This design comes from an exercise in tuning for small area on the open sky130 flow, not from production work.
No functional check of the RTL was part of this run.
No activity file was given, so power comes from the tool's default toggle rates.

<file path="design.v">
module chk_channel #(
    parameter [3:0] CH = 4'd0
) (
    input  wire        clk,
    input  wire        rst,
    input  wire        sel,
    input  wire        w_cfg,
    input  wire        w_seq,
    input  wire        w_fsrc,
    input  wire        w_fcnt,
    input  wire        w_cmp,
    input  wire        w_crc,
    input  wire        w_start,      
    input  wire        w_ctl,        
    input  wire        w_res,        
    input  wire        w_cnt,        
    input  wire        w_le,         
    input  wire        w_fd,         
    input  wire        w_mmclr,      
    input  wire        mm_set,       
    input  wire        w_touch,      
    input  wire [5:0]  d_cfg,        
    input  wire [15:0] d_seq,
    input  wire [29:0] d_fsrc,
    input  wire [12:0] d_fcnt,
    input  wire [31:0] d_cmp,
    input  wire [31:0] d_crc,
    input  wire [31:0] d_res,
    input  wire [7:0]  d_alive,
    input  wire [1:0]  d_cuf,
    input  wire [1:0]  d_le,
    input  wire [3:0]  d_own,
    input  wire [6:0]  d_stamp,
    input  wire        rel_w,        
    input  wire        tick_due,     
    input  wire [6:0]  t_due,
    input  wire        jet_stop,
    input  wire [2:0]  jet_stop_id,
    input  wire        steward_stop,
    input  wire        lockout,
    output wire [5:0]  q_cfg,
    output wire [5:0]  q_act,
    output wire [15:0] q_seq,
    output wire [29:0] q_fsrc,
    output wire [12:0] q_fcnt,
    output wire [31:0] q_cmp,
    output wire [31:0] q_crc,
    output wire [31:0] q_res,
    output wire [7:0]  q_alive,
    output wire [1:0]  q_cuf,
    output wire [1:0]  q_le,
    output wire        q_fd,
    output wire        q_mm,
    output wire [3:0]  q_own
);
    localparam PRIV = (CH < 4);
    localparam [3:0] IDLE = 4'b0001;
    reg        cfg_cmp_en, cfg_swap;
    reg [1:0]  cfg_poly;
    reg        cfg_x0;
    reg        act_cmp_en, act_swap;
    reg [1:0]  act_poly;
    reg        act_x0;
    reg [15:0] seq;
    reg [29:0] fsrc;
    reg [12:0] fcnt;
    reg [31:0] cmp, crc, res;
    reg [7:0]  alive;
    reg [1:0]  cuf;
    reg [1:0]  last_end;
    reg        feed_st, mm_flag;
    reg [3:0]  own;
    reg [6:0]  stamp;
    wire [1:0] cfg_x, act_x;
    wire       rel_q  = (own != IDLE) && (lockout ||
                                  (jet_stop && own == {1'b1, jet_stop_id}) ||
                                  (steward_stop && own == 4'b0100) ||
                                  (tick_due && !(sel && w_touch) && stamp == t_due));
    wire       rel    = (sel && w_ctl) ? rel_w : rel_q;
    always @(posedge clk) begin
        if (rst || (sel && w_cfg)) begin
            cfg_cmp_en <= d_cfg[5];
            cfg_swap   <= d_cfg[4];
            cfg_poly   <= d_cfg[3:2];
            cfg_x0     <= d_cfg[0];
        end
        if (sel && w_start) begin
            act_cmp_en <= cfg_cmp_en;
            act_swap   <= cfg_swap;
            act_poly   <= cfg_poly;
            act_x0     <= cfg_x0;
        end
        if (rst || (sel && w_fsrc)) fsrc <= d_fsrc;
        if (rst || (sel && w_fcnt)) fcnt <= d_fcnt;
        if (rst || (sel && w_cmp))  cmp  <= d_cmp;
        if (sel && w_crc)           crc  <= d_crc;
        if (rst || (sel && w_res))  res  <= d_res;
        if (rst || (sel && w_mmclr) || mm_set)
            mm_flag <= !rst && !(sel && w_mmclr);
        if (rst || (sel && w_fd))   feed_st <= !rst;
        if (rst || rel || (sel && w_le))
            last_end <= rst ? 2'd0 : rel ? 2'd3 : d_le;
        if (rst || rel || (sel && w_ctl))
            own <= (rst || rel) ? IDLE : d_own;
        if (sel && w_touch) stamp <= d_stamp;
    end
    generate
        if (PRIV) begin : g_seq
            always @(posedge clk)
                if (rst || (sel && w_seq)) seq <= d_seq;
            assign cfg_x   = {1'b0, cfg_x0};
            assign act_x   = {1'b0, act_x0};
            assign q_seq   = seq;
            assign q_alive = 8'h00;
            assign q_cuf   = 2'd0;
        end else begin : g_alive
            reg cfg_x1, act_x1;
            always @(posedge clk) begin
                if (rst || (sel && w_cfg)) cfg_x1 <= d_cfg[1];
                if (sel && w_start)        act_x1 <= cfg_x1;
                if (rst || (sel && w_cnt)) begin
                    alive <= d_alive;
                    cuf   <= d_cuf;
                end
            end
            assign cfg_x   = {cfg_x1, cfg_x0};
            assign act_x   = {act_x1, act_x0};
            assign q_seq   = 16'h0000;
            assign q_alive = alive;
            assign q_cuf   = cuf;
        end
    endgenerate
    assign q_cfg  = {cfg_cmp_en, cfg_swap, cfg_poly, cfg_x};
    assign q_act  = {act_cmp_en, act_swap, act_poly, act_x};
    assign q_fsrc = fsrc;
    assign q_fcnt = fcnt;
    assign q_cmp  = cmp;
    assign q_crc  = crc;
    assign q_res  = res;
    assign q_le   = last_end;
    assign q_fd   = feed_st;
    assign q_mm   = mm_flag;
    assign q_own  = own;
endmodule
module chk_crc (
    input  wire [1:0]  poly,
    input  wire [31:0] x,
    input  wire [31:0] d,
    input  wire        one,
    input  wire        none,
    output wire [31:0] y
);
    wire [15:0] t0, s0;
    wire [31:0] t1, s1;
    wire [31:0] t2, s2;
    wire [7:0]  t3, s3;
    reg  [31:0] m;
    wire a0 = x[15] ^ d[23];
    wire a1 = x[14] ^ d[22];
    wire a2 = x[0] ^ d[24];
    wire a3 = x[7] ^ d[31];
    wire a4 = x[1] ^ d[25];
    wire a5 = x[2] ^ d[26];
    wire a6 = x[3] ^ d[27];
    wire a7 = x[5] ^ d[29];
    wire a8 = x[6] ^ d[30];
    wire a9 = x[4] ^ d[28];
    wire a10 = x[12] ^ d[20];
    wire a11 = x[13] ^ d[21];
    wire a12 = x[17] ^ d[9];
    wire a13 = x[9] ^ d[17];
    wire a14 = x[18] ^ d[10];
    wire a15 = x[11] ^ d[19];
    wire a16 = x[8] ^ d[16];
    wire a17 = x[10] ^ d[18];
    wire a18 = x[22] ^ d[14];
    wire a19 = x[20] ^ d[12];
    wire a20 = x[21] ^ d[13];
    wire a21 = x[23] ^ d[15];
    wire a22 = x[19] ^ d[11];
    wire a23 = x[16] ^ d[8];
    wire a24 = a0 ^ a16;
    wire a25 = a1 ^ a8;
    wire a26 = a12 ^ a18;
    wire a27 = a5 ^ a14;
    wire a28 = a2 ^ a4;
    wire a29 = a9 ^ a10;
    wire a30 = a7 ^ a11;
    wire a31 = a3 ^ a21;
    wire a32 = a6 ^ a22;
    wire a33 = a19 ^ a20;
    wire a34 = a15 ^ a17;
    wire a35 = a13 ^ a23;
    wire a36 = a13 ^ a28;
    wire a37 = a17 ^ a26;
    wire a38 = a2 ^ a24;
    wire a39 = a19 ^ a23;
    wire a40 = a25 ^ a30;
    wire a41 = a11 ^ a27;
    wire a42 = a5 ^ a6;
    wire a43 = a29 ^ a30;
    wire a44 = a25 ^ a31;
    wire a45 = a0 ^ a22;
    wire a46 = a4 ^ a10;
    wire a47 = a0 ^ a20;
    wire a48 = d[8] ^ d[12];
    wire a49 = a13 ^ a17;
    wire a50 = a9 ^ a33;
    wire a51 = a21 ^ a32;
    wire a52 = a1 ^ a15;
    wire a53 = a1 ^ a14;
    wire a54 = a24 ^ a29;
    wire a55 = a3 ^ a24;
    wire a56 = a3 ^ a25;
    wire a57 = a7 ^ a27;
    wire a58 = a2 ^ a12;
    wire a59 = a4 ^ a9;
    wire a60 = a8 ^ a21;
    wire a61 = a7 ^ a33;
    wire a62 = d[22] ^ d[9];
    wire a63 = a26 ^ a32;
    wire a64 = d[10] ^ d[14];
    wire a65 = a6 ^ a15;
    wire a66 = a23 ^ a33;
    wire a67 = a35 ^ a47;
    wire a68 = d[11] ^ d[15];
    wire a69 = a22 ^ a41;
    wire a70 = a4 ^ a5;
    wire a71 = a45 ^ a60;
    wire a72 = d[30] ^ a48;
    wire a73 = d[13] ^ d[14];
    wire a74 = a39 ^ a55;
    wire a75 = a18 ^ a20;
    wire a76 = a14 ^ a31;
    wire a77 = d[20] ^ d[21];
    wire a78 = a29 ^ a65;
    wire a79 = a35 ^ a50;
    wire a80 = d[18] ^ a48;
    wire a81 = a26 ^ a34;
    wire a82 = a14 ^ a40;
    wire a83 = a12 ^ a31;
    wire a84 = a5 ^ a28;
    wire a85 = a8 ^ a35;
    wire a86 = d[23] ^ d[11];
    wire a87 = a15 ^ a19;
    wire a88 = a18 ^ a27;
    wire a89 = a16 ^ a20;
    wire a90 = a11 ^ a28;
    wire a91 = x[14] ^ a72;
    wire a92 = x[15] ^ d[31];
    wire a93 = a16 ^ a36;
    wire a94 = d[12] ^ a3;
    wire a95 = a34 ^ a42;
    wire a96 = a1 ^ a3;
    wire a97 = a9 ^ a51;
    wire a98 = a49 ^ a70;
    wire a99 = x[30] ^ a8;
    wire a100 = d[16] ^ d[10];
    wire a101 = a50 ^ a88;
    wire a102 = a15 ^ a61;
    wire a103 = a78 ^ a91;
    wire a104 = a39 ^ a41;
    wire a105 = a34 ^ a71;
    wire a106 = a2 ^ a7;
    wire a107 = a4 ^ a37;
    wire a108 = a33 ^ a38;
    wire a109 = a37 ^ a53;
    wire a110 = a4 ^ a12;
    wire a111 = a32 ^ a108;
    wire a112 = a7 ^ a77;
    wire a113 = a10 ^ a18;
    wire a114 = a10 ^ a34;
    wire a115 = d[13] ^ a93;
    wire a116 = a63 ^ a67;
    wire a117 = a34 ^ a96;
    wire a118 = a23 ^ a44;
    wire a119 = a32 ^ a74;
    wire a120 = d[17] ^ a86;
    wire a121 = a57 ^ a81;
    wire a122 = a6 ^ a9;
    wire a123 = a10 ^ a15;
    wire a124 = a56 ^ a68;
    wire a125 = d[13] ^ a2;
    wire a126 = a62 ^ a73;
    wire a127 = a37 ^ a44;
    wire a128 = a24 ^ a31;
    wire a129 = a43 ^ a92;
    wire a130 = a17 ^ a69;
    wire a131 = a49 ^ a83;
    wire a132 = a40 ^ a64;
    wire a133 = a28 ^ a30;
    wire a134 = a36 ^ a55;
    wire a135 = a11 ^ a52;
    wire a136 = a37 ^ a104;
    wire a137 = a13 ^ a29;
    wire a138 = d[22] ^ a94;
    wire a139 = a13 ^ a87;
    wire a140 = a23 ^ a59;
    wire a141 = a5 ^ a11;
    wire a142 = a3 ^ a79;
    wire a143 = a44 ^ a46;
    wire a144 = a7 ^ a36;
    wire a145 = a15 ^ a45;
    wire a146 = d[17] ^ d[9];
    assign t0[0] = ((d[16] ^ x[0]) ^ a103);
    assign t0[1] = (((d[13] ^ a146) ^ x[1]) ^ a129);
    assign t0[2] = ((d[18] ^ x[2]) ^ a132);
    assign t0[3] = ((a0 ^ (d[19] ^ x[3])) ^ a124);
    assign t0[4] = (a38 ^ ((d[20] ^ x[4]) ^ a94));
    assign t0[5] = (a115 ^ ((d[21] ^ x[5]) ^ a103));
    assign t0[6] = (a129 ^ ((a126 ^ x[6]) ^ a98));
    assign t0[7] = (a132 ^ (((d[23] ^ d[15]) ^ x[7]) ^ a95));
    assign t0[8] = (a124 ^ (a38 ^ a78));
    assign t0[9] = (a134 ^ (d[12] ^ a43));
    assign t0[10] = (a98 ^ (((d[24] ^ d[13]) ^ x[8]) ^ a40));
    assign t0[11] = (a95 ^ ((a0 ^ ((d[25] ^ d[14]) ^ x[9])) ^ a56));
    assign t0[12] = (a38 ^ (((d[26] ^ d[15]) ^ x[10]) ^ (a3 ^ a91)));
    assign t0[13] = ((a92 ^ ((d[27] ^ d[9]) ^ x[11])) ^ a115);
    assign t0[14] = (((d[28] ^ a64) ^ x[12]) ^ a98);
    assign t0[15] = (((d[29] ^ a68) ^ x[13]) ^ a95);
    assign t1[0] = (((a12 ^ a14) ^ (a46 ^ (x[24] ^ a8))) ^ a119);
    assign t1[1] = (a142 ^ ((a58 ^ (x[25] ^ a16)) ^ a69));
    assign t1[2] = ((a61 ^ (x[26] ^ a32)) ^ (a93 ^ a109));
    assign t1[3] = ((x[27] ^ a36) ^ (a101 ^ a105));
    assign t1[4] = (a121 ^ (a38 ^ (a60 ^ (x[28] ^ a20))));
    assign t1[5] = ((a26 ^ (x[29] ^ a21)) ^ (a38 ^ a139));
    assign t1[6] = (a111 ^ (a99 ^ a131));
    assign t1[7] = (((x[31] ^ a8) ^ a63) ^ (a137 ^ (a34 ^ a47)));
    assign t1[8] = ((a39 ^ a43) ^ (a76 ^ (a18 ^ a34)));
    assign t1[9] = ((a66 ^ a76) ^ (a133 ^ (a52 ^ (a0 ^ a6))));
    assign t1[10] = ((a6 ^ a96) ^ a101);
    assign t1[11] = (a97 ^ (a75 ^ (a7 ^ a24)));
    assign t1[12] = ((a54 ^ a63) ^ (a76 ^ a144));
    assign t1[13] = (a131 ^ (a43 ^ (a0 ^ a42)));
    assign t1[14] = ((a110 ^ a43) ^ (a117 ^ (a19 ^ a45)));
    assign t1[15] = ((a38 ^ a40) ^ (a66 ^ (a27 ^ a123)));
    assign t1[16] = ((a10 ^ a56) ^ (a90 ^ a116));
    assign t1[17] = ((a128 ^ (a1 ^ a59)) ^ a136);
    assign t1[18] = (a143 ^ ((a5 ^ a13) ^ a102));
    assign t1[19] = (a107 ^ (a66 ^ a69));
    assign t1[20] = ((a33 ^ a52) ^ (a51 ^ (a26 ^ a27)));
    assign t1[21] = ((a31 ^ a89) ^ (a140 ^ (a8 ^ a26)));
    assign t1[22] = ((a84 ^ a85) ^ ((a19 ^ a113) ^ ((a0 ^ a7) ^ a51)));
    assign t1[23] = (((a20 ^ a21) ^ a54) ^ a130);
    assign t1[24] = (a134 ^ ((a26 ^ a123) ^ a82));
    assign t1[25] = (a130 ^ ((a24 ^ a35) ^ a143));
    assign t1[26] = ((a25 ^ a36) ^ (a41 ^ a114));
    assign t1[27] = ((a46 ^ a141) ^ (a117 ^ (a0 ^ a32)));
    assign t1[28] = ((a39 ^ a42) ^ (a54 ^ a135));
    assign t1[29] = ((a58 ^ (a1 ^ a6)) ^ (a43 ^ a67));
    assign t1[30] = ((a0 ^ a37) ^ (a140 ^ a82));
    assign t1[31] = ((a58 ^ a57) ^ (a145 ^ a118));
    assign t2[0] = (a38 ^ (a53 ^ (x[24] ^ a10)));
    assign t2[1] = ((x[25] ^ a35) ^ (a45 ^ a90));
    assign t2[2] = ((a39 ^ (x[26] ^ a1)) ^ ((a12 ^ a17) ^ a84));
    assign t2[3] = ((a47 ^ a65) ^ (a110 ^ (x[27] ^ a27)));
    assign t2[4] = ((a32 ^ (x[28] ^ a2)) ^ (a88 ^ (a23 ^ a29)));
    assign t2[5] = (a97 ^ (a133 ^ (a19 ^ (x[29] ^ a12))));
    assign t2[6] = ((a70 ^ a99) ^ (a54 ^ a61));
    assign t2[7] = ((a75 ^ (x[31] ^ a3)) ^ (a85 ^ (a30 ^ a42)));
    assign t2[8] = ((a16 ^ a122) ^ a127);
    assign t2[9] = ((a31 ^ a52) ^ (a106 ^ a137));
    assign t2[10] = ((a4 ^ a17) ^ a82);
    assign t2[11] = (a145 ^ ((a2 ^ a5) ^ a56));
    assign t2[12] = ((a6 ^ a46) ^ a74);
    assign t2[13] = ((a58 ^ a89) ^ (a141 ^ (a9 ^ a35)));
    assign t2[14] = (a144 ^ (a6 ^ a109));
    assign t2[15] = ((a27 ^ a59) ^ a105);
    assign t2[16] = ((a52 ^ a57) ^ a119);
    assign t2[17] = ((a85 ^ (a12 ^ a29)) ^ a111);
    assign t2[18] = (a142 ^ ((a14 ^ a30) ^ a107));
    assign t2[19] = (a121 ^ ((a21 ^ a22) ^ (a25 ^ a89)));
    assign t2[20] = ((a32 ^ (a16 ^ a18)) ^ (a44 ^ a139));
    assign t2[21] = ((a31 ^ a49) ^ (a53 ^ a50));
    assign t2[22] = ((a75 ^ a106) ^ (a114 ^ (a22 ^ a53)));
    assign t2[23] = ((a87 ^ a113) ^ (a71 ^ a90));
    assign t2[24] = ((a28 ^ a41) ^ (a66 ^ a128));
    assign t2[25] = ((a27 ^ a46) ^ a116);
    assign t2[26] = (a97 ^ a136);
    assign t2[27] = ((a12 ^ a51) ^ (a54 ^ a102));
    assign t2[28] = (a79 ^ (a40 ^ (a18 ^ a24)));
    assign t2[29] = (a127 ^ (a7 ^ a67));
    assign t2[30] = (a118 ^ (a10 ^ a81));
    assign t2[31] = (a83 ^ a135);
    assign t3[0] = ((a80 ^ (a73 ^ (d[21] ^ d[23]))) ^ a28);
    assign t3[1] = (((d[19] ^ d[15]) ^ a126) ^ a84);
    assign t3[2] = (a125 ^ (((d[15] ^ a77) ^ (a100 ^ a80)) ^ a42));
    assign t3[3] = (a122 ^ (((a62 ^ (d[16] ^ d[19])) ^ (a80 ^ a120)) ^ a2));
    assign t3[4] = (a112 ^ (((d[19] ^ d[8]) ^ (a64 ^ a146)) ^ a9));
    assign t3[5] = (a112 ^ (((d[18] ^ d[10]) ^ (a62 ^ a68)) ^ a8));
    assign t3[6] = ((((d[19] ^ d[21]) ^ (a86 ^ a100)) ^ a8) ^ a138);
    assign t3[7] = (a138 ^ ((d[20] ^ a120) ^ a125));
    wire b0 = m[1] ^ d[1];
    wire b1 = m[4] ^ d[4];
    wire b2 = m[2] ^ d[2];
    wire b3 = m[5] ^ d[5];
    wire b4 = m[3] ^ d[3];
    wire b5 = m[6] ^ d[6];
    wire b6 = m[7] ^ d[7];
    wire b7 = m[0] ^ d[0];
    wire b8 = b0 ^ b5;
    wire b9 = b1 ^ b7;
    wire b10 = b2 ^ b4;
    wire b11 = b3 ^ b6;
    wire b12 = b1 ^ b4;
    wire b13 = b2 ^ b8;
    wire b14 = b8 ^ b10;
    wire b15 = b3 ^ b5;
    wire b16 = b2 ^ b9;
    wire b17 = b0 ^ b3;
    wire b18 = b0 ^ b6;
    wire b19 = m[14] ^ d[6];
    wire b20 = b5 ^ b6;
    wire b21 = m[15] ^ d[7];
    wire b22 = b7 ^ b8;
    wire b23 = m[12] ^ d[4];
    wire b24 = m[13] ^ d[5];
    wire b25 = b9 ^ b10;
    wire b26 = m[9] ^ d[1];
    wire b27 = b7 ^ b10;
    wire b28 = m[11] ^ d[3];
    wire b29 = b0 ^ b12;
    wire b30 = m[10] ^ d[2];
    wire b31 = m[8] ^ d[0];
    wire b32 = b4 ^ b9;
    wire b33 = b24 ^ b26;
    wire b34 = m[29] ^ b11;
    wire b35 = b3 ^ b4;
    wire b36 = b10 ^ b11;
    wire b37 = b9 ^ b15;
    wire b38 = b1 ^ b3;
    wire b39 = m[19] ^ b4;
    wire b40 = b23 ^ b31;
    wire b41 = b21 ^ b28;
    wire b42 = b7 ^ b17;
    wire b43 = b1 ^ b2;
    wire b44 = b7 ^ b13;
    wire b45 = b19 ^ b30;
    wire b46 = b12 ^ b20;
    wire b47 = b6 ^ b8;
    assign s0[0] = b40;
    assign s0[1] = b33;
    assign s0[2] = b45;
    assign s0[3] = b41;
    assign s0[4] = b23;
    assign s0[5] = (b24 ^ b40);
    assign s0[6] = (b19 ^ b33);
    assign s0[7] = (b21 ^ b45);
    assign s0[8] = (m[0] ^ b41);
    assign s0[9] = (m[1] ^ b23);
    assign s0[10] = (m[2] ^ b24);
    assign s0[11] = (m[3] ^ b19);
    assign s0[12] = ((m[12] ^ b1) ^ (b21 ^ b31));
    assign s0[13] = (b26 ^ (m[13] ^ b3));
    assign s0[14] = (b30 ^ (m[14] ^ b5));
    assign s0[15] = (b28 ^ (m[15] ^ b6));
    assign s1[0] = ((m[8] ^ b0) ^ b25);
    assign s1[1] = (b25 ^ (m[9] ^ b17));
    assign s1[2] = (b14 ^ (m[10] ^ b38));
    assign s1[3] = (b36 ^ (b5 ^ (m[11] ^ b1)));
    assign s1[4] = (b13 ^ (m[12] ^ b11));
    assign s1[5] = ((m[13] ^ b1) ^ b47);
    assign s1[6] = (b29 ^ (m[14] ^ b11));
    assign s1[7] = (b35 ^ (m[15] ^ b8));
    assign s1[8] = (b16 ^ (m[16] ^ b20));
    assign s1[9] = (b16 ^ (m[17] ^ b11));
    assign s1[10] = (b43 ^ (m[18] ^ b15));
    assign s1[11] = (b39 ^ (b5 ^ b11));
    assign s1[12] = ((m[20] ^ b6) ^ b14);
    assign s1[13] = (m[21] ^ b18);
    assign s1[14] = (m[22] ^ b29);
    assign s1[15] = ((m[23] ^ b3) ^ b16);
    assign s1[16] = (b22 ^ (m[24] ^ b35));
    assign s1[17] = (b13 ^ (b9 ^ (m[25] ^ b6)));
    assign s1[18] = (b11 ^ (m[26] ^ b1));
    assign s1[19] = (b14 ^ (b9 ^ (m[27] ^ b3)));
    assign s1[20] = (b14 ^ (b11 ^ (m[28] ^ b1)));
    assign s1[21] = (b22 ^ b34);
    assign s1[22] = (b32 ^ (m[30] ^ b20));
    assign s1[23] = (m[31] ^ b36);
    assign s1[24] = b13;
    assign s1[25] = (b6 ^ b27);
    assign s1[26] = b2;
    assign s1[27] = b4;
    assign s1[28] = b9;
    assign s1[29] = b42;
    assign s1[30] = b44;
    assign s1[31] = (b18 ^ b27);
    assign s2[0] = (m[8] ^ b2);
    assign s2[1] = (b7 ^ (m[9] ^ b4));
    assign s2[2] = (b9 ^ (m[10] ^ b0));
    assign s2[3] = (b17 ^ (m[11] ^ b2));
    assign s2[4] = ((m[12] ^ b5) ^ b27);
    assign s2[5] = (b18 ^ (m[13] ^ b12));
    assign s2[6] = (m[14] ^ b38);
    assign s2[7] = (b15 ^ (m[15] ^ b7));
    assign s2[8] = (m[16] ^ b47);
    assign s2[9] = (m[17] ^ b6);
    assign s2[10] = (m[18] ^ b2);
    assign s2[11] = b39;
    assign s2[12] = (m[20] ^ b9);
    assign s2[13] = (m[21] ^ b42);
    assign s2[14] = (m[22] ^ b13);
    assign s2[15] = (b10 ^ (m[23] ^ b6));
    assign s2[16] = (m[24] ^ b25);
    assign s2[17] = (b32 ^ (m[25] ^ b17));
    assign s2[18] = (b13 ^ (b9 ^ (m[26] ^ b3)));
    assign s2[19] = (b14 ^ (m[27] ^ b11));
    assign s2[20] = (m[28] ^ b46);
    assign s2[21] = (b43 ^ b34);
    assign s2[22] = (b15 ^ (m[30] ^ b10));
    assign s2[23] = (m[31] ^ b46);
    assign s2[24] = (b11 ^ b16);
    assign s2[25] = ((b3 ^ b7) ^ b14);
    assign s2[26] = (b14 ^ (b6 ^ b9));
    assign s2[27] = (b11 ^ b29);
    assign s2[28] = b37;
    assign s2[29] = (b11 ^ b22);
    assign s2[30] = (b6 ^ b22);
    assign s2[31] = b18;
    assign s3[0] = b37;
    assign s3[1] = (b8 ^ b11);
    assign s3[2] = (b11 ^ b16);
    assign s3[3] = (b0 ^ b32);
    assign s3[4] = b44;
    assign s3[5] = (b10 ^ b18);
    assign s3[6] = (b1 ^ b10);
    assign s3[7] = (b3 ^ b12);
    always @(*) begin
        if (one)
            m = x;
        else case (poly)
            2'd0:    m = {16'h0000, t0};
            2'd1:    m = t1;
            2'd2:    m = t2;
            default: m = {24'h000000, t3};
        endcase
    end
    reg [31:0] ys;
    always @(*) begin
        case (poly)
            2'd0:    ys = {16'h0000, s0};
            2'd1:    ys = s1;
            2'd2:    ys = s2;
            default: ys = {24'h000000, s3};
        endcase
    end
    assign y = none ? x : ys;
endmodule
module chk_unit (
    input  wire        clk,
    input  wire        rst,
    input  wire        req_valid,
    input  wire        req_write,
    input  wire [6:0]  req_addr,
    input  wire [31:0] req_wdata,
    input  wire [2:0]  req_src,
    input  wire [2:0]  req_jet,
    output reg         rsp_valid,
    output reg         rsp_denied,
    output reg  [31:0] rsp_rdata,
    input  wire [7:0]  fold_addr,
    input  wire        tick_ms,
    input  wire        jet_stop,
    input  wire [2:0]  jet_stop_id,
    input  wire        steward_stop,
    input  wire        lockout,
    output wire        mismatch_evt,
    output reg  [2:0]  mismatch_ch
);
    localparam [3:0] R_CFG  = 4'd0, R_SEQ  = 4'd1, R_FSRC = 4'd2, R_FCNT = 4'd3,
                     R_CTL  = 4'd4, R_DATA = 4'd5, R_BYTE = 4'd6, R_RES  = 4'd7,
                     R_CMP  = 4'd8, R_STAT = 4'd9;
    localparam [3:0] IDLE = 4'b0001;
    wire [2:0]  c  = req_addr[6:4];
    wire [3:0]  r  = req_addr[3:0];
    wire [31:0] wd = req_wdata;
    wire        priv = !c[2];
    wire [3:0]  id = (req_src == 3'd1) ? {1'b1, req_jet} : {1'b0, req_src};
    localparam NB = 32 + 32 + 32 + 30 + 13 + 16 + 6 + 6 + 8 + 2 + 4 + 2 + 1 + 1;
    wire [NB-1:0] q_all [0:7];
    wire [7:0]    oh_c = 8'd1 << c;
    reg [NB-1:0] s_all;
    integer n;
    always @(*) begin
        s_all = {NB{1'b0}};
        for (n = 0; n < 8; n = n + 1)
            s_all = s_all | (q_all[n] & {NB{oh_c[n]}});
    end
    wire [31:0] crc_c, res_c, cmp_c;
    wire [29:0] fsrc_c;
    wire [12:0] fcnt_c;
    wire [15:0] seq_c;
    wire [5:0]  cfg_c, act_c;
    wire [7:0]  alive_c;
    wire [1:0]  cuf_c, le_c;
    wire [3:0]  own_c;
    wire        mm_c, fd_c;
    assign {crc_c, res_c, cmp_c, fsrc_c, fcnt_c, seq_c, cfg_c, act_c,
            alive_c, cuf_c, own_c, le_c, mm_c, fd_c} = s_all;
    wire active_c = (own_c != IDLE);
    wire owner_c  = (own_c == id);
    wire prot     = (r <= R_BYTE) || (r == R_CMP);
    wire denied   = (priv && req_src == 3'd1) || (active_c && !owner_c && prot);
    wire ok       = req_valid && req_write && !denied;
    wire is_ctl = (r == R_CTL);
    wire b_start  = wd[31], b_feed = wd[30], b_finish = wd[29], b_abort = wd[28];
    wire start    = is_ctl && b_start;
    wire act1     = b_start || active_c;
    wire fin      = is_ctl && act1 && !b_abort && !b_feed && b_finish;
    wire feed     = is_ctl && act1 && !b_abort && b_feed;
    wire ends     = is_ctl && act1 && (b_abort || (!b_feed && b_finish));
    wire [5:0] cf      = start ? cfg_c : act_c;
    wire       cmp_en  = cf[5];
    wire [1:0] poly    = cf[3:2];
    wire [1:0] cnt_w   = cf[1:0];
    wire       seq_inc = fin && priv && cf[0];
    wire       cnt     = fin && !priv && (cnt_w != 2'd0);
    wire       cnt4    = (cnt_w == 2'd1);
    reg [31:0] x0;
    always @(*) begin
        if (start) begin
            case ({priv, poly})
                3'b000: x0 = 32'h0000_FFFF;
                3'b011: x0 = 32'h0000_00FF;
                3'b100: x0 = 32'h0000_1E0C;
                3'b101: x0 = 32'hA942_E6BC;
                3'b110: x0 = 32'hF095_8FD9;
                3'b111: x0 = 32'h0000_007E;
                default: x0 = 32'hFFFF_FFFF;
            endcase
        end else begin
            x0 = crc_c;
        end
    end
    wire [7:0]  cbyte = cnt4 ? {4'h0, alive_c[3:0]} : alive_c;
    wire [31:0] dsw   = {wd[7:0], wd[15:8], wd[23:16], wd[31:24]};
    wire        swap  = act_c[4];
    wire [31:0] edata = is_ctl ? (priv ? {8'h00, fold_addr, seq_c} : {24'h0, cbyte})
                               : ((r == R_DATA && swap) ? dsw : wd);
    wire        one   = (r == R_BYTE) || (is_ctl && !priv);
    wire        none  = is_ctl && !(priv && start) && !cnt;
    wire [31:0] y;
    chk_crc u_crc (.poly(poly), .x(x0), .d(edata), .one(one), .none(none), .y(y));
    reg [31:0] fin_v, mask;
    always @(*) begin
        case (poly)
            2'd0:    begin fin_v = {16'h0000, y[15:0]};       mask = 32'h0000_FFFF; end
            2'd3:    begin fin_v = {24'h000000, ~y[7:0]};      mask = 32'h0000_00FF; end
            default: begin fin_v = ~y;                         mask = 32'hFFFF_FFFF; end
        endcase
    end
    wire [31:0] diff = fin_v ^ cmp_c;
    reg  [7:0]  mm_part;
    reg         mm_pend;
    integer k;
    always @(posedge clk) begin
        for (k = 0; k < 8; k = k + 1)
            mm_part[k] <= mask[4*k] && (|diff[4*k +: 4]);
        mm_pend <= !rst && ok && fin && cmp_en;
    end
    assign mismatch_evt = mm_pend && (mm_part != 8'h00);
    wire [7:0] mm_set = {8{mismatch_evt}} & (8'd1 << mismatch_ch);
    wire [3:0] own_s = start ? id : own_c;
    wire [3:0] d_own = (b_abort || (!b_feed && b_finish)) ? IDLE : own_s;
    wire       rel_w = (d_own != IDLE) && (lockout ||
                                           (jet_stop && d_own == {1'b1, jet_stop_id}) ||
                                           (steward_stop && d_own == 4'b0100));
    reg  [6:0] tcnt;
    wire [6:0] tnext = tcnt + {6'd0, tick_ms};
    wire [6:0] t_due = tcnt - 7'd99;
    wire [5:0]  d_cfg   = rst ? 6'b000100
                              : {wd[16], wd[4], wd[1:0], priv ? {1'b0, wd[12]} : wd[9:8]};
    wire [15:0] d_seq   = rst ? 16'h0 : (r == R_SEQ) ? wd[15:0] : seq_c + 16'd1;
    wire [29:0] d_fsrc  = rst ? 30'h0 : {wd[31:30], wd[27:0]};
    wire [12:0] d_fcnt  = rst ? 13'h0 : wd[12:0];
    wire [31:0] d_cmp   = rst ? 32'h0 : wd;
    wire [31:0] d_res   = rst ? 32'h0 : fin_v;
    wire [7:0]  d_alive = rst ? 8'h0 : cnt4 ? {4'h0, alive_c[3:0] + 4'd1} : alive_c + 8'd1;
    wire [1:0]  d_cuf   = rst ? 2'd0 : {1'b1, cnt4};
    wire [1:0]  d_le    = b_abort ? 2'd2 : 2'd1;
    wire w_cfg   = (r == R_CFG);
    wire w_seq   = (r == R_SEQ) || seq_inc;
    wire w_fsrc  = (r == R_FSRC);
    wire w_fcnt  = (r == R_FCNT);
    wire w_cmp   = (r == R_CMP);
    wire w_crc   = (r == R_CTL) || (r == R_DATA) || (r == R_BYTE);
    wire w_mmclr = (r == R_STAT) && wd[23];
    wire w_touch = owner_c || start;
    genvar g;
    generate
        for (g = 0; g < 8; g = g + 1) begin : chan
            wire [5:0]  q_cfg, q_act;
            wire [15:0] q_seq;
            wire [29:0] q_fsrc;
            wire [12:0] q_fcnt;
            wire [31:0] q_cmp, q_crc, q_res;
            wire [7:0]  q_alive;
            wire [1:0]  q_cuf, q_le;
            wire        q_fd, q_mm;
            wire [3:0]  q_own;
            chk_channel #(.CH(g)) u_ch (
                .clk(clk), .rst(rst),
                .sel(ok && oh_c[g]),
                .w_cfg(w_cfg), .w_seq(w_seq), .w_fsrc(w_fsrc), .w_fcnt(w_fcnt),
                .w_cmp(w_cmp), .w_crc(w_crc), .w_start(start), .w_ctl(is_ctl),
                .w_res(fin), .w_cnt(cnt), .w_le(ends), .w_fd(feed), .w_mmclr(w_mmclr), .mm_set(mm_set[g]),
                .w_touch(w_touch),
                .d_cfg(d_cfg), .d_seq(d_seq), .d_fsrc(d_fsrc), .d_fcnt(d_fcnt),
                .d_cmp(d_cmp), .d_crc(y), .d_res(d_res), .d_alive(d_alive),
                .d_cuf(d_cuf), .d_le(d_le), .d_own(d_own),
                .d_stamp(tnext),
                .rel_w(rel_w), .tick_due(tick_ms), .t_due(t_due),
                .jet_stop(jet_stop), .jet_stop_id(jet_stop_id),
                .steward_stop(steward_stop), .lockout(lockout),
                .q_cfg(q_cfg), .q_act(q_act), .q_seq(q_seq),
                .q_fsrc(q_fsrc), .q_fcnt(q_fcnt), .q_cmp(q_cmp),
                .q_crc(q_crc), .q_res(q_res), .q_alive(q_alive),
                .q_cuf(q_cuf), .q_le(q_le), .q_fd(q_fd), .q_mm(q_mm),
                .q_own(q_own)
            );
            assign q_all[g] = {q_crc, q_res, q_cmp, q_fsrc, q_fcnt, q_seq, q_cfg, q_act,
                               q_alive, q_cuf, q_own, q_le, q_mm, q_fd};
        end
    endgenerate
    wire [7:0] cnt_used = !cuf_c[1] ? 8'h00
                        : cuf_c[0] ? {4'h0, alive_c[3:0] - 4'd1} : alive_c - 8'd1;
    wire [2:0] owner    = !active_c ? 3'd0 : own_c[3] ? 3'd1 : own_c[2:0];
    wire [2:0] ojet     = own_c[3] ? own_c[2:0] : 3'd0;
    reg [31:0] rdata;
    always @(*) begin
        case (r)
            R_CFG:  rdata = {15'h0, cfg_c[5], 3'h0, priv & cfg_c[0], 2'h0,
                             priv ? 2'b00 : cfg_c[1:0], 3'h0, cfg_c[4], 2'h0, cfg_c[3:2]};
            R_SEQ:  rdata = {16'h0000, seq_c};
            R_FSRC: rdata = {fsrc_c[29:28], 2'b00, fsrc_c[27:0]};
            R_FCNT: rdata = {19'h0, fcnt_c};
            R_RES:  rdata = res_c;
            R_CMP:  rdata = cmp_c;
            R_STAT: rdata = {active_c ? 2'd1 : 2'd0, owner, ojet, mm_c | mm_set[c],
                             1'b0, le_c, 1'b0, 1'b0, fd_c, 1'b0, cnt_used, 8'h00};
            default: rdata = 32'h0;
        endcase
    end
    always @(posedge clk) begin
        if (rst) begin
            rsp_valid    <= 1'b0;
            tcnt         <= 7'd0;
        end else begin
            rsp_valid    <= req_valid;
            tcnt         <= tnext;
        end
        rsp_denied  <= req_write && denied;
        rsp_rdata   <= rdata;
        mismatch_ch <= c;
    end
endmodule
</file>
<file path="flow/run.sh">
#!/bin/bash
# Own layout flow.
# 1. The standard synthesis (standard.sh synth).
# 2. The same synthesis again with an area-oriented ABC mapping script
#    (area_synth.tcl, abc_area_map.script, bias_lib.py); its netlist replaces
#    the standard one only if it holds exactly the same registers (names and
#    cell types).
# 3. The standard ORFS layout steps, with clock tree and port buffer
#    settings of our own.
# Each tool's output goes to a log of its own in this folder.
set -euo pipefail
W=$(pwd)
R=$W/orfs/results/$FLOW_PLATFORM/chk_unit/base
A=$W/orfs_area/results/$FLOW_PLATFORM/chk_unit/base

bash standard.sh synth > 1_standard_synth.log 2>&1
cp $R/1_2_yosys.v $W/standard_synth.v

python3 flow/bias_lib.py $FLOW_HOME/platforms/$FLOW_PLATFORM/lib/sky130_fd_sc_hd__tt_025C_1v80.lib \
  $W/abc_bias.lib 5.0 > 2_bias_lib.log 2>&1
if bash standard.sh WORK_HOME=$W/orfs_area SYNTH_SCRIPT=$W/flow/area_synth.tcl synth \
     > 2_area_synth.log 2>&1 \
   && python3 flow/regs_match.py $W/standard_synth.v $A/1_2_yosys.v > 2_regs_match.log 2>&1; then
  cp $A/1_2_yosys.v $R/1_2_yosys.v
  touch $R/1_2_yosys.v
fi

bash standard.sh \
  "CTS_ARGS=-sink_clustering_enable -repair_clock_nets -sink_clustering_size 10 -sink_clustering_max_diameter 40 -buf_list sky130_fd_sc_hd__clkbuf_4 -dont_use_dummy_load" \
  "BUFFER_PORTS_ARGS=-buffer_cell sky130_fd_sc_hd__buf_1" \
  finish > 3_layout.log 2>&1
</file>
<file path="flow/abc_area_map.script">
strash
dc2
dch -f
amap
</file>
<file path="flow/area_synth.tcl">
set ::area_dir [file dirname [file normalize [info script]]]
set ::area_abc_script [file join $::area_dir abc_area_map.script]
# the library ABC maps with (written by run.sh with bias_lib.py)
set ::area_abc_lib [file join [file dirname $::area_dir] abc_bias.lib]
proc synth {args} { yosys synth -nofsm -noshare {*}$args }
proc abc {args} {
  set i [lsearch -exact $args -script]
  if {$i >= 0} {
    set args [lreplace $args [expr {$i + 1}] [expr {$i + 1}] $::area_abc_script]
  }
  set l [lsearch -exact $args -liberty]
  if {$l >= 0 && [file exists $::area_abc_lib]} {
    set args [lreplace $args [expr {$l + 1}] [expr {$l + 1}] $::area_abc_lib]
  }
  set j [lsearch -exact $args -D]
  if {$j >= 0} {
    set args [lreplace $args $j [expr {$j + 1}]]
  }
  yosys abc {*}$args
}
# no half or full adder cells: ABC maps that logic together with the rest
proc extract_fa {args} {}
source $::env(SCRIPTS_DIR)/synth.tcl
# left out here: clear keep_hierarchy, flatten, clean up, hide names made inside functions, write 1_2_yosys.v
</file>
<file path="flow/bias_lib.py">
#!/usr/bin/env python3
"""Writes a copy of a liberty file in which the two-input XOR and XNOR cells
are given a smaller area. Used only to steer ABC's area mapping towards
those cells (which are faster than the NAND/OAI structures it would
otherwise build an XOR from); every later step reads the real library.
Usage: bias_lib.py IN.lib OUT.lib AREA"""
import re, sys

src, dst, area = sys.argv[1], sys.argv[2], sys.argv[3]
text = open(src).read()
for cell in ("sky130_fd_sc_hd__xor2_1", "sky130_fd_sc_hd__xnor2_1"):
    start = text.index('cell ("%s")' % cell)
    at = text.index("area", start)
    end = text.index(";", at)
    text = text[:at] + "area : " + area + text[end:]
open(dst, "w").write(text)
</file>
<file path="flow/regs_match.py">
#!/usr/bin/env python3
"""Checks that two netlists hold the same registers: the same instance names,
each of the same cell type. Usage: regs_match.py STANDARD.v OTHER.v"""
import re, sys

def regs(path):
    text = open(path).read()
    out = {}
    for m in re.finditer(r'^\s*(sky130_fd_sc_hd__\w+)\s+(\\\S+|\w+)\s*\(', text, re.M):
        cell, name = m.group(1), m.group(2)
        if re.search(r'__(e|s|se)?df|__dl', cell):
            out[name] = cell
    return out

a, b = regs(sys.argv[1]), regs(sys.argv[2])
if a != b:
    print("registers differ: %d vs %d, %d names only in the first, %d only in the second, %d of another type"
          % (len(a), len(b), len(set(a) - set(b)), len(set(b) - set(a)),
             sum(1 for k in set(a) & set(b) if a[k] != b[k])))
    sys.exit(1)
print("registers match: %d" % len(a))
</file>
<file path="standard.sh">
#!/bin/bash
# synth_recipe.tcl (not shown) runs the flow's synth.tcl, then flattens the netlist and writes it again
# the make line also repeats each setting of config.mk as NAME=value (left out here)
make -C /OpenROAD-flow-scripts/flow DESIGN_CONFIG=/design/flow/config.mk WORK_HOME=/design/flow/orfs CLKGATE_MAP_FILE= SYNTH_SCRIPT=/design/flow/synth_recipe.tcl "${@:-finish}"
</file>
<file path="config.mk">
export PLATFORM = sky130hd
export DESIGN_NAME = chk_unit
export DESIGN_NICKNAME = chk_unit
export VERILOG_FILES = /design/flow/design.v
export SDC_FILE = /design/flow/constraint.sdc
export NUM_CORES = 8
export LEC_CHECK = 0
export CAP_MARGIN = 10
export CORE_MARGIN = 2
export CORE_UTILIZATION = 60
export SLEW_MARGIN = 10
</file>
<file path="constraint.sdc">
create_clock -name core_clock -period 13.0 [get_ports {clk}]
set_input_delay 2.6000 -clock core_clock [delete_from_list [all_inputs] [get_ports {clk}]]
set_output_delay 2.6000 -clock core_clock [all_outputs]
set_load 0.01 [all_outputs]
</file>
==> key figures <==
Critical path
  – Crit path max-delay cell type: xor2_1
  – Arrival time worst endpoint: around 13 ns
  – Critical Path Most Common Cell: xor2_1
  – Peak per-stage delay on the critical path: 0.65 ns
  – R2R Path Start: chan[5].u_ch.cfg_poly[1]$_DFFE_PP_
  – Worst EP required: approximately 14 ns
  – R2R depth: 31
  – Worst setup path startpoint: req_addr[6]
  – CP Max Fanout: 33
  – Setup CP Type: input pin to register
  – Critical path launch point type: input pin
  – Crit. End Element: register

Detailed routing
  – Pre-antenna DRT Iters: 11
  – DR vias/cell: approximately 7
  – Post-route ant nets: 0
  – DR DRC count: 0
  – 1st-iter DRT viols: about 8k
  – Drt wl/cell: approximately 34 um
  – Vias: around 44k
  – WL final: ~210000 um

Final layout
  – FILL cells: between 7k and 8k
  – Post-layout instance area: between 60000 and 70000 um^2
  – Post-route insts no fill: just over 6k
  – Final nets: between 4k and 5k
  – Layout area overhead: 9.80%
  – Share of cells above drive strength 1: 0.109
  – FF+latch area: approximately 44000 um^2
  – Multi-input logic area: roughly 19000 um^2

Worst hold path
  – Worst Hold Depth: 0
  – Hold Crit Class: register to register
  – Hold_sp: chan[0].u_ch.cfg_swap$_DFFE_PP_

Clock network
  – TritonCTS buffer count: 181
  – Clk slew on worst S/H paths: around 0.1 ns
  – Post-CTS Resized: 0
  – Clk buf depth: 3
  – # hold bufs at CTS: 0
  – CTS Sinks: 1477
  – Clock Latency Late Sink: roughly 1.2 ns
  – Postcts setup bufs: 0
  – CTS H-tree lvls: 4
  – Clock root cell: clkbuf_4
  – CTS tree: yes

STA
  – Final Hold Vio Count: 0
  – Final setup viols: 0
  – Relative slew slack: 0.0945
  – Final Skew: 0.201 ns
  – RSZ-0062 raised after global routing: false
  – Worst Max-Slew Pin Slew: about 1.3 ns
  – Fmax: roughly 85 MHz
  – Period minus WS final: ~12 ns
  – Final hold slack: between 0.4 and 0.5 ns
  – Max-slew violation count: 0
  – Tcrit/Tclk final: 0.906

Place
  – Placed Cells: around 6.0k
  – DP Area: roughly 68000 um^2
  – RePlAce Congestion: approximately 1.0
  – HPWL after detailed placement: about 140000 um
  – Count of buffers from port buffering: between 100 and 150

Global route
  – Vias in the first global route: 40.8k
  – First-pass GRT wire length: between 200000 and 300000 um
  – Grt ovf: 0
  – Largest net degree at the start of global routing: 93
  – Antenna violations before repair: 13
  – GR Util All Layers: 0.393

Floorplan
  – Chip Height: 328 um
  – # rows: 118
  – Ports: roughly 100
  – Die outline width: 328 um
  – CORE AREA: 104000 um^2
  – Initial Utilization: 0.606
  – Die area: approximately 110000 um^2

Logic synthesis
  – Syn Nets: approximately 4.3k
  – Avg Cell Area, Syn: roughly 15 um^2
  – Synth warn: 10
  – Synth Cell Area: between 60000 and 70000 um^2
  – Post-synthesis cell count: 4277

Pwr
  – Static Leak: roughly 23 nW
  – Design Power: 14.7 mW
  – PwrDens: 213 nW/um^2
  – VDD IR max: approximately 0.00016 V

Job
  – Number of max-cap violations: 0

Outcome
  – Status: timing/DRC/antenna clean
==> worst paths after layout <==
kind | to | slack [ns]
setup / recovery | chan[7].u_ch.res[3]$_DFFE_PP_ | 1.22
hold / removal | chan[0].u_ch.act_swap$_DFFE_PP_ | 0.43
setup reg to reg | chan[7].u_ch.res[3]$_DFFE_PP_ | 3.16
hold reg to reg | chan[0].u_ch.act_swap$_DFFE_PP_ | 0.43
==> final cells by class <==
type                    instances  share of cell area
inverters                     223              0.0123
well taps                    1380              0.0250
clock buffers                 181              0.0197
diodes                         11            0.000399
repair buffers                368              0.0357
flip-flops and latches       1477               0.635
multi-input cells            2577               0.271
==> per-stage QoR <==
step                      setup slack [ns]  TNS [ns]   util
final                                 1.22         0  0.665
after detailed placement             0.617         0  0.652
after floorplan                    -0.0115   -0.0115      -
after global routing                 0.902         0  0.665
after CTS                             1.72         0  0.665
after global placement               0.535         0  0.652
==> critical path: cells and delay by family <==
| kind | cells | cell delay, ns |
|---|---|---|
| xor gates and xnor gates | 11 | 3.54 |
| and+or+nand+nor | 2 | 0.70 |
| AOI/OAI and AO/OA | 8 | 3.16 |
| buffers and inverters | 9 | 2.57 |
==> layout by cell type (no fill, tap or decap), drive strengths merged, types with 66 or more instances in the layout <==
master	count
o21ai	154
a22oi	120
a21oi	77
edfxtp	1424
a222oi	244
clkinv	221
o22ai	72
xor2	482
xnor2	173
nor2b	70
nand2	224
a22o	66
buf	366
clkbuf	183
a221oi	79
nor2	281
==> power breakdown <==
part           internal (mW)  switching (mW)  leakage, nW  total [mW]
registers               6.37           0.149         14.2        6.52
clock network          0.637            1.42        0.833        2.06
logic                   1.85            4.25         7.61        6.10
==> layer usage <==
layer | up-vias | routed length, um | track usage
li1 | 18300 | - | -
met5 | - | 86 | 0
met2 | 3438 | 94700 | 0.586
met1 | 21500 | 77800 | 0.548
met4 | 14 | 12400 | 0.198
met3 | 633 | 28100 | 0.0903
==> flip-flops by register name (all words and copies together) (netlist names), 56 cells and up <==
| register | flops |
|---|---|
| chan.u_ch.cmp | 256 |
| chan.u_ch.crc | 256 |
| chan.u_ch.res | 256 |
| chan.u_ch.fsrc | 240 |
| chan.u_ch.fcnt | 104 |
| chan.u_ch.seq | 64 |
| chan.u_ch.stamp | 56 |

==> afterwards: timing with drivers on the ports <==
In the flow no input, the clock included, has a driving cell. The finished layout below was timed again as built, in two steps. Step 1 (the two cells are an assumption about what drives the block):
set clk [get_ports {clk}]
set_driving_cell -lib_cell sky130_fd_sc_hd__clkbuf_16 $clk
set_driving_cell -lib_cell sky130_fd_sc_hd__buf_2 [delete_from_list [all_inputs] $clk]
Step 2 also shifts input and output timing later by t, the mid clock arrival at the registers, as if the neighbouring blocks saw the same clock. a / b / c = ideal / step 1 / step 2; a / b = the first two.
shift t [ns]: 1.129
setup slack, ns: 1.219 / 1.164 / 0.035
cell pins on the clock port's net: 1
After both steps this run still meets setup and hold. The setup slack of this run moves by -0.055 ns with the drivers and by -1.184 ns with both steps.
